Source: an optimization exercise on an open RTL-to-GDS flow (aim: small area, a short achievable clock period and few clock cycles per item). Production flows keep margins and buffers that such runs may drop.
In this exercise RTL edits were held to simulation tests only and were not proved equivalent to the original.
Power is estimated from default activity; no workload was simulated.

===== flow/flow/run.sh =====
#!/bin/bash
set -o pipefail
bash standard.sh SETUP_SLACK_MARGIN=11 TNS_END_PERCENT=5 \
  'BUFFER_PORTS_ARGS=-buffer_cell sky130_fd_sc_hd__buf_2' finish > layout.log 2>&1

===== flow/standard.sh =====
#!/bin/bash
# synth_recipe.tcl (not shown) runs the flow's synth.tcl, then flattens the netlist and writes it again
# the make line also repeats each setting of config.mk as NAME=value (left out here)
make -C /OpenROAD-flow-scripts/flow DESIGN_CONFIG=/design/flow/config.mk WORK_HOME=/design/flow/orfs CLKGATE_MAP_FILE= SYNTH_SCRIPT=/design/flow/synth_recipe.tcl "${@:-finish}"

===== flow/config.mk =====
export PLATFORM = sky130hd
export DESIGN_NAME = qarea
export DESIGN_NICKNAME = qarea
export VERILOG_FILES = /design/flow/design.v
export SDC_FILE = /design/flow/constraint.sdc
export NUM_CORES = 4
export LEC_CHECK = 0
export CAP_MARGIN = 20
export CORE_MARGIN = 2
export CORE_UTILIZATION = 60
export PLACE_DENSITY = 0.72
export SLEW_MARGIN = 20

===== flow/constraint.sdc =====
create_clock -name core_clock -period 15.0 [get_ports {clk}]
set_input_delay 3.0000 -clock core_clock [delete_from_list [all_inputs] [get_ports {clk}]]
set_output_delay 3.0000 -clock core_clock [all_outputs]
set_load 0.01 [all_outputs]

===== flow/design.v =====
module qarea (
    input  wire        clk,
    input  wire        rst,
    input  wire        in_valid,
    output wire        in_ready,
    input  wire [33:0] in_h,
    input  wire [32:0] in_d,
    input  wire [33:0] in_dy,
    input  wire [32:0] in_ua,
    input  wire [32:0] in_ub,
    output reg         out_valid,
    output reg  [24:0] out_q,
    output reg         out_part
);
    reg st_idle, st_p1, st_c0, st_c1, st_c2, st_c3, st_mul, st_div, st_out;
    reg        first;        
    reg [4:0]  cnt;
    reg [1:0]  kcls;         
    reg [33:0] h;
    reg [41:0] my;           
    wire [33:0] dy = my[33:0];
    reg [32:0] dr;           
    reg [32:0] uar;          
    reg [6:0]  w;            
    reg [8:0]  wsh;          
    reg [46:0] A;
    reg [45:0] T;
    reg        aovf, asgn;
    reg [66:0] B;
    reg [93:0] R;
    reg        cmp, flat;
    reg        f_higtM, f_loneg;
    reg [2:0]  dD, dU, dW, dR;       
    reg  rdy;
    wire ld = st_idle | st_out;
    assign in_ready = rdy;
    function [2:0] booth;    
        input [2:0] t;
        booth = {t[2], t[2] ? ~(t[1] | t[0]) : (t[1] & t[0]), t[1] ^ t[0]};
    endfunction
    wire [32:0] D   = dr;
    wire [46:0] M   = {8'd0, D, 6'd0};
    wire [33:0] s   = dy[33] ? (~dy + 34'd1) : dy;
    wire [46:0] hx  = {{13{h[33]}}, h};
    wire [46:0] dyx = {{13{dy[33]}}, dy};
    wire [46:0] bh  = ((dD[0] ? hx  : 47'd0) | (dD[1] ? {hx[45:0], 1'b0}  : 47'd0)) ^ {47{dD[2]}};
    wire [46:0] bu  = ((dU[0] ? dyx : 47'd0) | (dU[1] ? {dyx[45:0], 1'b0} : 47'd0)) ^ {47{dU[2]}};
    wire [45:0] bw  = ((dW[0] ? dyx[45:0] : 46'd0) | (dW[1] ? {dyx[44:0], 1'b0} : 46'd0)) ^ {46{dW[2]}};
    wire a_out  = (A[46:43] != 4'b0000) && (A[46:43] != 4'b1111);    
    wire hi_le0 = T[45] | (T == 46'd0);
    wire lo_geM = ~A[46] & ((A[45:39] != 7'd0) | (A[38:0] >= M[38:0]));
    wire hi_gtM = ~T[45] & ((T[44:39] != 6'd0) | (T[38:0] >  M[38:0]));
    wire [1:0] fcase = {f_higtM, f_loneg};    
    wire        rem_nz = (R[93:26] != 68'd0);
    wire        up   = ~flat & R[0] & (rem_nz | R[1]);
    wire [24:0] full = {w, 18'd0};
    wire [24:0] qr   = R[25:1];
    reg         k_ab, k_hi, k_mlo, k_2hm;
    wire [46:0] sT = {T[45], T};
    wire [46:0] x1 = ({47{st_p1}} & {A[44:0], 1'b0, dD[2]}) | ({47{k_ab}} & A) |
                     ({47{k_hi}} & sT) | ({47{k_2hm}} & {T, 1'b0}) | ({47{k_mlo}} & M);
    wire [46:0] x2 = ({47{st_p1}} & bh) | ({47{k_ab}} & sT) |
                     ({47{k_mlo}} & ~A) | ({47{k_2hm}} & ~M);
    wire [46:0] x3 = {47{st_p1}} & bu;
    wire        cin = (st_p1 & dU[2]) | k_mlo | k_2hm;
    wire [47:0] asum1 = {x1, 1'b1} + {x2, cin} + {x3, 1'b0};
    wire [46:0] asum = asum1[47:1];
    wire [24:0] res  = cmp ? (full + ~qr + {24'd0, ~up}) : (qr + {24'd0, up});
    wire        part = (res != 25'd0) && (res != full);
    wire [45:0] tsum = {T[43:0], 1'b0, dW[2]} + bw;
    wire [43:0] mc   = {{2{my[41]}}, my};
    wire [82:0] mext = {{39{mc[43]}}, mc};
    wire [82:0] bm   = ((dR[0] ? mext : 83'd0) | (dR[1] ? {mext[81:0], 1'b0} : 83'd0)) ^ {83{dR[2]}};
    wire        rneg = R[93];
    wire [82:0] xv   = st_div ? {R[93], R[92:11]} : {1'b0, R[91:10]};
    wire [82:0] yv   = st_div ? (rneg ? {2'b00, B, 14'h0000} : {2'b11, ~B, 14'h3FFF}) : bm;
    wire        rcin = st_div ? ~rneg : dR[2];
    wire [83:0] rs1  = {xv, 1'b1} + {yv, rcin};
    wire [82:0] rs   = rs1[83:1];
    wire [93:0] rnext = st_div ? {rs[81:0], R[10:0], ~rs[82]}
                               : {rs[81:0], R[9:0], 2'b00};
    wire        in_k0  = (in_d[32:7] == 26'd0);
    wire        in_k1  = (in_d[32:15] == 18'd0);
    wire [6:0]  in_w   = in_ub[6:0] - in_ua[6:0];
    wire [2:0]  in_tD  = in_k0 ? {1'b0, in_d[6:5]}  : in_k1 ? {1'b0, in_d[14:13]}  : {1'b0, in_d[32:31]};
    wire [2:0]  in_tU  = in_k0 ? {1'b0, in_ua[6:5]} : in_k1 ? {1'b0, in_ua[14:13]} : {1'b0, in_ua[32:31]};
    wire [6:0]  hcl    = h[33] ? 7'd0 : (h[32:6] != 27'd0) ? 7'd64 : {1'b0, h[5:0]};
    wire        accept = in_valid & ld;
    wire        isflat = (dy == 34'd0);
    wire [34:0] Dx  = {1'b0, dr, 1'b0};
    wire [34:0] Ux  = {1'b0, uar, 1'b0};
    wire [4:0]  di  = cnt - 5'd1;
    wire [2:0]  tDn = Dx[{di, 1'b0} +: 3];
    wire [2:0]  tUn = Ux[{di, 1'b0} +: 3];
    always @(posedge clk) begin
        begin
            out_valid <= 1'b0;
            k_ab  <= 1'b0;
            k_hi  <= 1'b0;
            k_mlo <= 1'b0;
            k_2hm <= 1'b0;
            rdy   <= (ld & ~accept) | (st_c0 & (aovf | a_out)) | (st_c1 & (hi_le0 | lo_geM)) |
                     (st_mul & flat & (cnt == 5'd0)) | (st_div & (cnt == 5'd0));
            if (st_out) begin
                out_q     <= res;
                out_part  <= part;
                out_valid <= 1'b1;
                st_out    <= 1'b0;
                st_idle   <= 1'b1;
            end
            if (accept) begin
                st_idle <= 1'b0;
                st_out  <= 1'b0;
                st_p1   <= 1'b1;
            end
            if (ld) begin
                first   <= 1'b1;
                h    <= in_h;
                dr   <= in_d;
                uar  <= in_ua;
                my   <= {{8{in_dy[33]}}, in_dy};
                w    <= in_w;
                wsh  <= {1'b0, in_w, 1'b0};
                dW   <= booth({1'b0, in_w[6:5]});
                dD   <= booth(in_tD);
                dU   <= booth(in_tU);
                dR   <= booth(in_tD) ^ {in_dy[33], 2'b00};
                A    <= 47'd0;
                T    <= 46'd0;
                R    <= 94'd0;
                aovf <= 1'b0;
                cmp  <= 1'b0;
                flat <= 1'b0;
                if (in_k0) begin
                    kcls <= 2'd0;
                    cnt  <= 5'd3;
                end else if (in_k1) begin
                    kcls <= 2'd1;
                    cnt  <= 5'd7;
                end else begin
                    kcls <= 2'd2;
                    cnt  <= 5'd16;
                end
            end
            if (st_p1) begin
                first <= 1'b0;
                if (first && isflat) begin
                    flat   <= 1'b1;
                    my     <= {34'd0, hcl, 1'b0};
                    T      <= {1'b0, w, 1'b0, 37'd0};
                    dR     <= dW;
                    cnt    <= 5'd3;
                    st_p1  <= 1'b0;
                    st_mul <= 1'b1;
                end else begin
                    dD  <= booth(tDn);
                    dU  <= booth(tUn);
                    dR  <= booth(tDn) ^ {dy[33], 2'b00};
                    A   <= asum;
                    if (!aovf && a_out) begin
                        aovf <= 1'b1;
                        asgn <= A[46];
                    end
                    R   <= rnext;
                    if (cnt < 5'd4) begin
                        T   <= tsum;
                        wsh <= {wsh[6:0], 2'b00};
                        dW  <= booth(wsh[6:4]);
                    end
                    cnt <= cnt - 5'd1;
                    if (cnt == 5'd0) begin
                        st_p1 <= 1'b0;
                        st_c0 <= 1'b1;
                        k_ab  <= 1'b1;
                    end
                end
            end
            if (st_c0) begin
                B     <= R[78:12];
                R     <= 94'd0;
                st_c0 <= 1'b0;
                if (aovf | a_out) begin
                    cmp    <= aovf ? ~asgn : ~A[46];
                    st_out <= 1'b1;
                end else begin
                    if (dy[33]) begin
                        A <= asum;
                        T <= A[45:0];
                    end else begin
                        T <= asum[45:0];
                    end
                    st_c1 <= 1'b1;
                end
            end
            if (st_c1) begin
                st_c1   <= 1'b0;
                f_loneg <= A[46];
                f_higtM <= hi_gtM;
                if (hi_le0) begin
                    st_out <= 1'b1;                  
                end else if (lo_geM) begin
                    cmp    <= 1'b1;                  
                    st_out <= 1'b1;
                end else begin
                    st_c2  <= 1'b1;
                    k_ab   <= ~hi_gtM & ~A[46];
                    k_hi   <= ~hi_gtM &  A[46];
                    k_mlo  <=  hi_gtM & ~A[46];
                    k_2hm  <=  hi_gtM &  A[46];
                end
            end
            if (st_c2) begin
                st_c2  <= 1'b0;
                my     <= {asum[40:0], 1'b0};    
                case (fcase)
                    2'd0: begin              
                        T      <= {1'b0, w, 1'b0, 37'd0};
                        dR     <= booth({1'b0, w[6:5]});
                        cnt    <= 5'd3;
                        B      <= {34'd0, D};
                        st_mul <= 1'b1;
                    end
                    2'd3: begin              
                        T      <= {1'b0, 7'd64, 1'b0, 37'd0};
                        dR     <= booth(3'b010);
                        cnt    <= 5'd3;
                        B      <= {33'd0, s};
                        st_mul <= 1'b1;
                    end
                    default: begin           
                        cmp    <= fcase[1];
                        st_c3  <= 1'b1;
                    end
                endcase
            end
            if (st_c3) begin
                st_c3  <= 1'b0;
                st_mul <= 1'b1;
                case (kcls)
                    2'd0:    begin T <= {1'b0, my[13:1], 1'b0, 31'd0}; cnt <= 5'd6;  dR <= booth({1'b0, my[13:12]}); end
                    2'd1:    begin T <= {1'b0, my[21:1], 1'b0, 23'd0}; cnt <= 5'd10; dR <= booth({1'b0, my[21:20]}); end
                    default: begin T <= {1'b0, my[39:1], 1'b0, 5'd0};  cnt <= 5'd19; dR <= booth({1'b0, my[39:38]}); end
                endcase
            end
            if (st_mul) begin
                R   <= rnext;
                T   <= {T[43:0], 2'b00};
                dR  <= booth(T[43:41]);
                cnt <= cnt - 5'd1;
                if (cnt == 5'd0) begin
                    st_mul <= 1'b0;
                    if (flat) st_out <= 1'b1;
                    else begin
                        cnt    <= 5'd24;
                        st_div <= 1'b1;
                    end
                end
            end
            if (st_div) begin
                R   <= rnext;
                cnt <= cnt - 5'd1;
                if (cnt == 5'd0) begin
                    st_div <= 1'b0;
                    st_out <= 1'b1;
                end
            end
        end
        if (rst) begin
            st_idle <= 1'b1; st_p1 <= 1'b0; st_c0 <= 1'b0; st_c1 <= 1'b0;
            st_c2 <= 1'b0; st_c3 <= 1'b0; st_mul <= 1'b0; st_div <= 1'b0; st_out <= 1'b0;
            out_valid <= 1'b0;
            rdy <= 1'b1;
        end
    end
endmodule

==> impl_metrics.tcl, run 1 <==
set metrics [dict create \
    hold_viol 0 \
    met3_usage 0.158 \
    synth_edf_count 138 \
    crit_family "compound AO/OA/AOI/OAI gates" \
    syn_nets 5774 \
    cts_tree "built" \
    avgSynthCellArea_um2 7.99 \
    min_path_type "reg2reg" \
    drt_pass1_iterations 7 \
    async_flop_share 0 \
    syn_to_final_growth_pct 15.5 \
    synth_top_area_frac 0.161 \
    grt-busiest-layer "met2" \
    cts_buffers 57 \
    start_util 0.605 \
    start_kind "flip-flop" \
    clock_path_buffers 3 \
    port_buffers 171 \
    gp_congestion 1.06 \
    rsz0062_at_grt "yes" \
    num_vias 44200 \
    critPathCaptureType "flip-flop" \
    dp_hpwl_mm 120 \
    slowest_delay_ns 0.57 \
    required_ns 15.55 \
    grt_max_degree 76 \
    grt_pass1_vias 41500 \
    synth_ff_type "dfxtp_1" \
    wire_per_inst_um 28.7 \
    synth-seq-cells 477 \
    clk_latency_ns 0.68 \
    synth_warnings 1 \
    cp_cell_sequence "buf_6, a22oi_1, xnor2_1, ha_1, a21oi_1, o211a_1, nor4_1, o211ai_1, nand2_1, a21oi_1, o31a_1, o211a_1, o31ai_1, mux2_2, a2bb2oi_1, o31a_1" \
    drtAntennaViolNets 0 \
    syn-instance-count 5280 \
    rows 97 \
    chipHeight_um 269 \
    dp_cells 6051 \
    syn_area_um2 42200 \
    grt_usage 0.479 \
    grt_antenna_before_repair 13 \
    gr-usage-met2 0.706 \
    crit_fanout 37 \
    drtIter0Drc 6390 \
    worstSetupPathType "reg2reg" \
    drt_wl_total_mm 180 \
    ys_seq_area_frac 0.259 \
    worst_slew_pin_slew_ns 1.29 \
    period_minus_slack_ns 4.95 \
    slew_viol_final 0 \
    max-slew-margin-rel 0.143 \
    core_um2 69800 \
    drv_cap 0 \
    setup_tns_ns 0 \
    cts_root_buf "clkbuf_16" \
    cp_slowest_cell "nor4_1" \
    clock_skew_ns 0.0292 \
    route.detailed.drc 0 \
    synth_cell_types 89 \
    crit_buf_inv 1 \
    grt.met1_usage 0.556 \
    power.total_w 0.00894 \
    fin_crit_sh 0.330 \
    clock_sinks 477 \
    grt-ovfl-total 0 \
    cts.clk_slew.worst_paths_ns 0.06 \
    yosys-top-cells-area "dfxtp_1, edfxtp_1, ha_1" \
    ir_worst_vdd_uv 129 \
    h-tree-depth 2 \
    fin_cells 6283 \
    outcome "timing/DRC/antenna clean" \
    synth_top_area_cell "dfxtp_1" \
    power.density_nw_per_um2 183 \
    nets 5783 \
    arrival_ns 5.50 \
    viasPerCell 7.03 \
    p_leak_nw 20.4 \
    design.die.area_um2 72500 \
    die_x_um 269 \
    ios 198 \
    setup_violations 0 \
    clock.fmax_mhz 202 \
    grt_pass1_wl_mm 265 \
    drive_above_1_share 0.157 \
]
## Yosys cell counts, types with 49 or more instances
cell type,n
edfxtp_1,138
dfxtp_1,339
mux2_2,80
a21o_1,116
inv_1,260
a22oi_1,197
nand3_1,148
a21oi_1,522
xor2_1,173
nor3_1,68
nand4_1,64
nand2_1,579
buf_1,64
mux2i_1,121
o21ai_0,301
xnor2_1,282
nor4_1,62
ha_1,275
fa_1,49
clkbuf_1,342
a221oi_1,118
nor2_1,291
## what timing repair did
action / CTS / global route
gates cloned: 21 / 2
endpoints found under the setup margin: 271 / 240
setup buffers: 82 / 14
pin swaps: 65 / 35
hold buffers: 0 / 0
gates resized for setup: 264 / 77
## metal layers
metal / vias to the layer above / part of all wire
met3: 958 / 0.13
li1: 19400 / -
met5: - / 0.00035
met4: 8 / 0.11
met2: 3057 / 0.41
met1: 20700 / 0.35
## path summary, 6_finish.rpt
path / depth (start not counted) / slack (ns) / end / start
setup / recovery: 16 / 10.05 / T[44]$_DFF_P_ / dW[0]$_DFF_P_
hold reg to reg: 2 / 0.48 / wsh[5]$_DFF_P_ / wsh[3]$_DFF_P_
setup reg to reg: 16 / 10.05 / T[44]$_DFF_P_ / dW[0]$_DFF_P_
hold / removal: 2 / 0.48 / wsh[5]$_DFF_P_ / wsh[3]$_DFF_P_
## placed cells by master, fill, tap and decap left out, types with 35 or more instances in the layout
| cell type | count |
|---|---|
| nand2_1 | 572 |
| a21oi_1 | 502 |
| dfxtp_1 | 311 |
| nor2_1 | 282 |
| o21ai_0 | 278 |
| inv_1 | 253 |
| ha_1 | 251 |
| xnor2_1 | 250 |
| a22oi_1 | 186 |
| xor2_1 | 169 |
| buf_2 | 169 |
| nand3_1 | 146 |
| edfxtp_1 | 138 |
| buf_4 | 132 |
| mux2i_1 | 121 |
| a21o_1 | 115 |
| a221oi_1 | 95 |
| mux2_2 | 80 |
| nor3_1 | 64 |
| nand4_1 | 64 |
| clkbuf_16 | 61 |
| nor4_1 | 48 |
| fa_1 | 48 |
| o31ai_1 | 42 |
| o21a_1 | 40 |
| a211oi_1 | 37 |
| o21bai_1 | 36 |
| a222oi_1 | 35 |
## worst reg2reg max path: stages (launching register included)
cell       delay (ns)
dfxtp_1          0.33
buf_6            0.38
a22oi_1          0.22
xnor2_1          0.17
ha_1             0.39
a21oi_1          0.11
o211a_1          0.33
nor4_1           0.57
o211ai_1         0.29
nand2_1          0.18
a21oi_1          0.15
o31a_1           0.35
o211a_1          0.27
o31ai_1          0.30
mux2_2           0.38
a2bb2oi_1        0.16
o31a_1           0.28
## cell type report
cell class                 instances  area [um2]
antenna                            5        12.5
clock buffer                      70        1550
clock inverter                    38         464
fill                            5686       21000
inverter                         263         997
multi-input combinational       4115       30100
sequential                       477       11000
tap                              940        1180
timing repair buffer             375        3410
## cells by family (layout without fill, tap and decap cells)
group           count (synthesis)  after routing  synth area share
flops                         477            477             0.259
compound gates               1727           1727             0.269
buf+inv                       688            746            0.0621
simple gates                 1388           1388             0.150
xor+xnor                      455            455            0.0944
fa+ha+maj                     324            324             0.105
other cells                     0              5                 0
mux                           221            221            0.0607
## registers in the layout (all words and copies together), names as in the netlist, 5 cells and up
signal / cells
uar: 33
out_q: 25
cnt: 5
dr: 33
B: 67
R: 94
wsh: 7
my: 42
w: 7
T: 46
h: 34
A: 47
## through the flow
step           cell area (um2)  utilization  hold WS [ns]  worst slack (ns)
2_1_floorplan            42500            -         0.420              9.82
3_3_place_gp             43500        0.624         0.435              8.83
3_5_place_dp             43500        0.624         0.452              8.83
4_1_cts                  48200        0.690         0.482             10.18
5_1_grt                  48800        0.699         0.513              9.96
6_report                 48800        0.699         0.482             10.05
## where the power goes
part           switching (W)  internal (W)  total, W
clock network       0.000645      0.000892   0.00154
logic                0.00320       0.00215   0.00535
registers           0.000457       0.00160   0.00206
total                0.00430       0.00464   0.00894
Testbench counts, summed over its fixed seeds: cycles 121,476, items 4,800.
==> run 2, diff against run 1 <==
--- a/flow/config.mk
+++ b/flow/config.mk
@@ -8,5 +8,5 @@
 export CAP_MARGIN = 20
 export CORE_MARGIN = 2
-export CORE_UTILIZATION = 60
-export PLACE_DENSITY = 0.72
+export CORE_UTILIZATION = 50
+export PLACE_DENSITY = 0.65
 export SLEW_MARGIN = 20
==> run 2 against run 1 <==
Against the previous run: still clean; maximum frequency up 1.2%; die area increased by 20%; sequential power about the same; register-to-register slack improved by 0.06 ns; design area rose by 2.9%; sequential cell count unchanged; core utilization down 9.8 points; highest routed layer unchanged.
==> impl_metrics.tcl, run 2 <==
set metrics [dict create \
    outcome "timing/DRC/antenna clean" \
    largest-register "R" \
    cts_root_buf "clkbuf_16" \
    drtAntennaViolNets 0 \
    wire_per_inst_um 28.4 \
    fin_crit_sh 0.326 \
    synth_top_area_cell "dfxtp_1" \
    ios 198 \
    required_ns 15.56 \
    ys_seq_area_frac 0.259 \
    die_x_um 295 \
    chipHeight_um 295 \
    worst_slew_pin_slew_ns 1.24 \
    cts_tree "built" \
    rsz0062_at_grt "yes" \
    synth.most_common_cell "nand2_1" \
    cts_buffers 59 \
    clock_path_buffers 3 \
    drt_pass1_iterations 12 \
    syn_area_um2 42200 \
    slew_viol_final 0 \
    synth_ff_type "dfxtp_1" \
    syn-instance-count 5280 \
    grt_antenna_before_repair 13 \
    synth_edf_count 138 \
    drt_wl_total_mm 184 \
    worstSetupPathType "in2reg" \
    grt_usage 0.405 \
    nets 5834 \
    rows 106 \
    max-slew-margin-rel 0.174 \
    crit_fanout 3 \
    drive_above_1_share 0.185 \
    clock_skew_ns 0.0324 \
    grt_pass1_wl_mm 265 \
    crit_family "simple AND/OR/NAND/NOR gates" \
    yosys-top-cells-area "dfxtp_1, edfxtp_1, ha_1" \
    largestRegisters "R x94, B x67, A x47" \
    synth_common_cells "nand2_1, a21oi_1, clkbuf_1, dfxtp_1, o21ai_0" \
    slowest_delay_ns 0.58 \
    async_flop_share 0 \
    synth_cell_types 89 \
    dp_hpwl_mm 122 \
    crit_buf_inv 1 \
    clock.fmax_mhz 204 \
    synth_top_area_frac 0.161 \
    critPathCaptureType "flip-flop" \
    viasPerCell 6.75 \
    syn_nets 5774 \
    syn_to_final_growth_pct 18.9 \
    avgSynthCellArea_um2 7.99 \
    hold_ws_ns 0.467 \
    drv_cap 0 \
    drtIter0Drc 5381 \
    gp_congestion 0.996 \
    synth-seq-cells 477 \
    cp_cell_sequence "buf_2, or4_4, nor4_4, a21oi_1, a21oi_2, ha_2, and2_4, a211oi_4, a31oi_2, nor2_1, nor3_1, a21oi_1, o21ai_1" \
    clock_sinks 477 \
    final_core_util 0.600 \
    p_leak_nw 20.8 \
    start_util 0.505 \
    clk_latency_ns 0.70 \
    layout_common_cells "nand2_1, a21oi_1, dfxtp_1" \
    power.density_nw_per_um2 182 \
    grt_pass1_vias 41000 \
    min_path_type "reg2reg" \
    setup_tns_ns 0 \
    cp_common_cell "a21oi_1" \
    design.die.area_um2 86800 \
    start_kind "primary input" \
    setup_violations 0 \
    num_vias 43700 \
    period_minus_slack_ns 4.89 \
    h-tree-depth 2 \
    cp_slowest_cell "or4_4" \
    cts.clk_slew.worst_paths_ns 0.06 \
    arrival_ns 5.45 \
    port_buffers 171 \
    ir_worst_vdd_uv 107 \
    core_um2 83600 \
    synth_warnings 1 \
    hold_viol 0 \
    grt_max_degree 120 \
    route.detailed.drc 0 \
    power.total_w 0.00910 \
    largest_reg_flops 94 \
    grt-ovfl-total 0 \
    final_common_cell "nand2_1" \
]
-- run 2: routing by layer --
layer	GRT usage	wire, um	part of all wire
met5	0	126	0.00069
met4	0.325	18300	0.099
met3	0.0976	19600	0.11
met2	0.623	79000	0.43
met1	0.483	66800	0.36
-- run 2: cell type report --
cell class                      instances  area, um2
Fill cell                            7472      33400
Multi-Input combinational cell       4115      30800
Sequential cell                       477      11000
Timing Repair Buffer                  424       4020
Clock buffer                           71       1560
Tap cell                             1080       1350
Inverter                              263       1010
Clock inverter                         37        384
Antenna cell                            3       7.51
-- run 2: cell families (layout without fill, tap and decap cells) --
family,Yosys count,in the layout,share of synthesized area
XOR/XNOR,455,455,0.0944
AND/OR/NAND/NOR,1388,1388,0.150
buffers and inverters,688,795,0.0621
AO/OA/AOI/OAI,1727,1727,0.269
multiplexers,221,221,0.0607
other,0,3,0
adder cells (fa/ha/maj),324,324,0.105
flip-flops,477,477,0.259
-- run 2: power breakdown --
group          internal, W  switching, W  total (W)
Sequential         0.00160      0.000453    0.00205
Combinational      0.00229       0.00327    0.00555
Clock             0.000847      0.000650    0.00150
-- run 2: what timing repair did --
action | CTS | global route
setup buffers | 95 | 39
pin swaps | 116 | 86
cloned | 21 | 11
endpoints found under the setup margin | 274 | 242
resized for setup | 362 | 142
hold buffers | 0 | 0
-- run 2: final timing paths --
kind | from | to | slack [ns] | cells after the start
worst max-delay path | in_d[24] | dR[0]$_DFF_P_ | 10.11 | 13
worst min-delay path | wsh[2]$_DFF_P_ | wsh[4]$_DFF_P_ | 0.47 | 2
worst max register to register | dD[0]$_DFF_P_ | T[39]$_DFF_P_ | 10.11 | 21
worst min register to register | wsh[2]$_DFF_P_ | wsh[4]$_DFF_P_ | 0.47 | 2
-- run 2: per-stage QoR --
step	std cells	worst slack, ns	cell area, um2
floorplan	5280	9.82	42500
global placement	6193	8.80	43700
detailed placement	6193	8.72	43700
CTS	6417	10.20	48800
global route	6467	9.99	50200
finish	6470	10.11	50200
-- run 2: tightest hold or removal path: stages (launching register included) --
cell and delay, ns:
dfxtp_1 0.32, nand2_1 0.05, o21ai_0 0.07
==> run 3, diff against run 2 <==
--- a/flow/config.mk
+++ b/flow/config.mk
@@ -8,5 +8,5 @@
 export CAP_MARGIN = 20
 export CORE_MARGIN = 2
-export CORE_UTILIZATION = 50
-export PLACE_DENSITY = 0.65
+export CORE_UTILIZATION = 65
+export PLACE_DENSITY = 0.76
 export SLEW_MARGIN = 20
==> run 3 against run 2 <==
Against the previous run: still clean on timing, DRC and antenna; critical path depth increased by 6; wire length increased by 0.97%; total power grew 1.4%; clock power shrank 3%; worst setup slack lost 0.19 ns; sequential power rose by 2%; critical endpoint is now T[41]$_DFF_P_; largest cell class unchanged.
==> impl_metrics.tcl, run 3 <==
set metrics [dict create \
    outcome "timing/DRC/antenna clean" \
    final_core_util 0.769 \
    grt_max_degree 111 \
    nets 5810 \
    seq_area_um2 11000 \
    die_x_um 259 \
    cts_root_buf "clkbuf_16" \
    num_vias 46000 \
    viasPerCell 7.40 \
    max-slew-margin-rel 0.183 \
    start_util 0.656 \
    clock.fmax_mhz 197 \
    hold_buffers 0 \
    synth.most_common_cell "nand2_1" \
    min_path_type "reg2reg" \
    clk_latency_ns 0.69 \
    grt_antenna_before_repair 12 \
    p_leak_nw 20.6 \
    layout_common_cells "nand2_1, a21oi_1, dfxtp_1" \
    clock_path_buffers 3 \
    crit_family "compound AO/OA/AOI/OAI gates" \
    setup_violations 0 \
    wire_per_inst_um 29.8 \
    clock_sinks 477 \
    start_kind "flip-flop" \
    syn_to_final_growth_pct 17.2 \
    required_ns 15.56 \
    drv_cap 0 \
    grt_pass1_wl_mm 271 \
    syn_area_um2 42200 \
    grt-ovfl-total 0 \
    largestRegisters "R x94, B x67, A x47" \
    ios 198 \
    crit_fanout 4 \
    synth_top_area_cell "dfxtp_1" \
    cp_slowest_cell "fa_1" \
    synth-seq-cells 477 \
    worstSetupPathType "reg2reg" \
    fin_crit_sh 0.339 \
    final_common_cell "nand2_1" \
    synth_edf_count 138 \
    yosys-top-cells-area "dfxtp_1, edfxtp_1, ha_1" \
    clock_skew_ns 0.0249 \
    gp_congestion 1.07 \
    largest-register "R" \
    syn-instance-count 5280 \
    rows 93 \
    drt_pass1_iterations 11 \
    drtAntennaViolNets 0 \
    slowest_delay_ns 0.53 \
    synth_top_area_frac 0.161 \
    synth_cell_types 89 \
    multi_input_area_um2 30700 \
    path_depth 19 \
    place_ws_ns 8.90 \
    power.density_nw_per_um2 187 \
    hold_viol 0 \
    place_area_um2 43400 \
    final_cell_area_um2 49500 \
    critPathCaptureType "flip-flop" \
    async_flop_share 0 \
    cts_buffers 54 \
    setup_tns_ns 0 \
    synth_common_cells "nand2_1, a21oi_1, clkbuf_1, dfxtp_1, o21ai_0" \
    h-tree-depth 2 \
    avgSynthCellArea_um2 7.99 \
    design.die.area_um2 67000 \
    drive_above_1_share 0.181 \
    core_um2 64300 \
    cts.clk_slew.worst_paths_ns 0.07 \
    drt_wl_total_mm 186 \
    worst_slew_pin_slew_ns 1.22 \
    layout_setup_ws_ns 9.92 \
    ir_worst_vdd_uv 146 \
    synth_ff_type "dfxtp_1" \
    route.detailed.drc 0 \
    hold_ws_ns 0.465 \
    slew_viol_final 0 \
    chipHeight_um 259 \
    cts_tree "built" \
    crit_buf_inv 4 \
    drtIter0Drc 8507 \
    period_minus_slack_ns 5.08 \
    worstHoldPathCells 2 \
    largest_reg_flops 94 \
    syn_nets 5774 \
    cp_cell_sequence "buf_6, buf_16, a22oi_2, xnor2_2, a21oi_2, fa_1, inv_2, ha_4, inv_4, nor4_4, o31ai_4, a2111oi_4, o21ai_2, a311oi_2, nand3_2, o21ba_4, xor2_4, o211ai_1, a221o_1" \
    fillers 4540 \
    grt_pass1_vias 43500 \
    port_buffers 171 \
    rr_worst_depth 19 \
    ys_seq_area_frac 0.259 \
    dp_hpwl_mm 118 \
    synth_warnings 1 \
    arrival_ns 5.64 \
    rsz0062_at_grt "yes" \
    grt_usage 0.532 \
]
run 3: worst paths after layout:
path	start	slack (ns)	end
setup reg to reg	dD[0]$_DFF_P_	9.92	T[41]$_DFF_P_
hold reg to reg	wsh[3]$_DFF_P_	0.46	wsh[5]$_DFF_P_
setup / recovery	dD[0]$_DFF_P_	9.92	T[41]$_DFF_P_
hold / removal	wsh[3]$_DFF_P_	0.46	wsh[5]$_DFF_P_
run 3: timing repair:
item | CTS | global route
setup buffers | 102 | 22
resized for setup | 387 | 102
pin swaps | 97 | 75
endpoints found under the setup margin | 271 | 228
gates cloned | 28 | 1
endpoints found under the hold margin | 0 | 0
run 3: per-layer routing:
metal,track usage,vias to the layer above,part of all wire
li1,-,19500,-
met2,0.783,3842,0.41
met5,0,-,0.00025
met1,0.603,21300,0.33
met3,0.189,1378,0.14
met4,0.490,8,0.12
run 3: logic make-up (layout without fill, tap and decap cells):
| logic type | count (synthesis) | count (layout) | synth area share |
|---|---|---|---|
| muxes | 221 | 221 | 0.0607 |
| other | 0 | 7 | 0 |
| and+or+nand+nor | 1388 | 1389 | 0.150 |
| xor gates and xnor gates | 455 | 455 | 0.0944 |
| buffers and inverters | 688 | 768 | 0.0621 |
| AOI/OAI and AO/OA | 1727 | 1727 | 0.269 |
| adders and majority gates | 324 | 324 | 0.105 |
| DFF | 477 | 477 | 0.259 |
run 3: area by class of cell:
cell class | count | area share
repair buffers | 404 | 0.0760
clock buffers | 65 | 0.0294
flip-flops and latches | 477 | 0.223
diodes | 7 | 0.000354
clock inverters | 36 | 0.00835
inverters | 263 | 0.0203
well taps | 855 | 0.0216
multi-input cells | 4116 | 0.621
run 3: tightest hold or removal path, stage by stage, from the launching register on:
cell     delay, ns
dfxtp_1       0.32
nand2_1       0.04
o21ai_0       0.06
run 3: report_power, final:
group / total (W) / switching (W) / internal, W
Clock: 0.00146 / 0.000642 / 0.000818
Sequential: 0.00209 / 0.000485 / 0.00160
Combinational: 0.00568 / 0.00338 / 0.00231
run 3: stage by stage:
step | total power [W] | cells
floorplan | 0.00530 | 5280
global placement | 0.00647 | 5962
finish | 0.00923 | 6223
global route | 0.00957 | 6218
detailed placement | 0.00654 | 5962
CTS | 0.00872 | 6193

[re-timing with driven ports]
Ports are ideal in the flow. The routed layouts listed here were re-timed in OpenROAD. Step 1, drivers: a clkbuf_16 drives clk and a buf_2 each remaining input, both assumed. Step 2 adds t to the input delays and takes it off the output delays; t is the mean of the earliest and latest rising clock arrival at the registers after step 1. Input paths then give back, and output paths get back, about the clock's delay inside the block. Slacks: no drivers / after step 1 / after step 2; pairs: no drivers / after step 1.
run	t (ns)	slack for setup (ns)	pins driven straight from the clock port
run 1	0.740	10.052 / 10.052 / 9.375	1
run 2	0.761	10.109 / 10.115 / 9.403	1
run 3	0.750	9.916 / 9.916 / 9.419	1
After both steps every run listed still meets setup and hold. The setup slack of run 2, which loses most, moves by +0.006 ns with the drivers and by -0.706 ns with both steps.
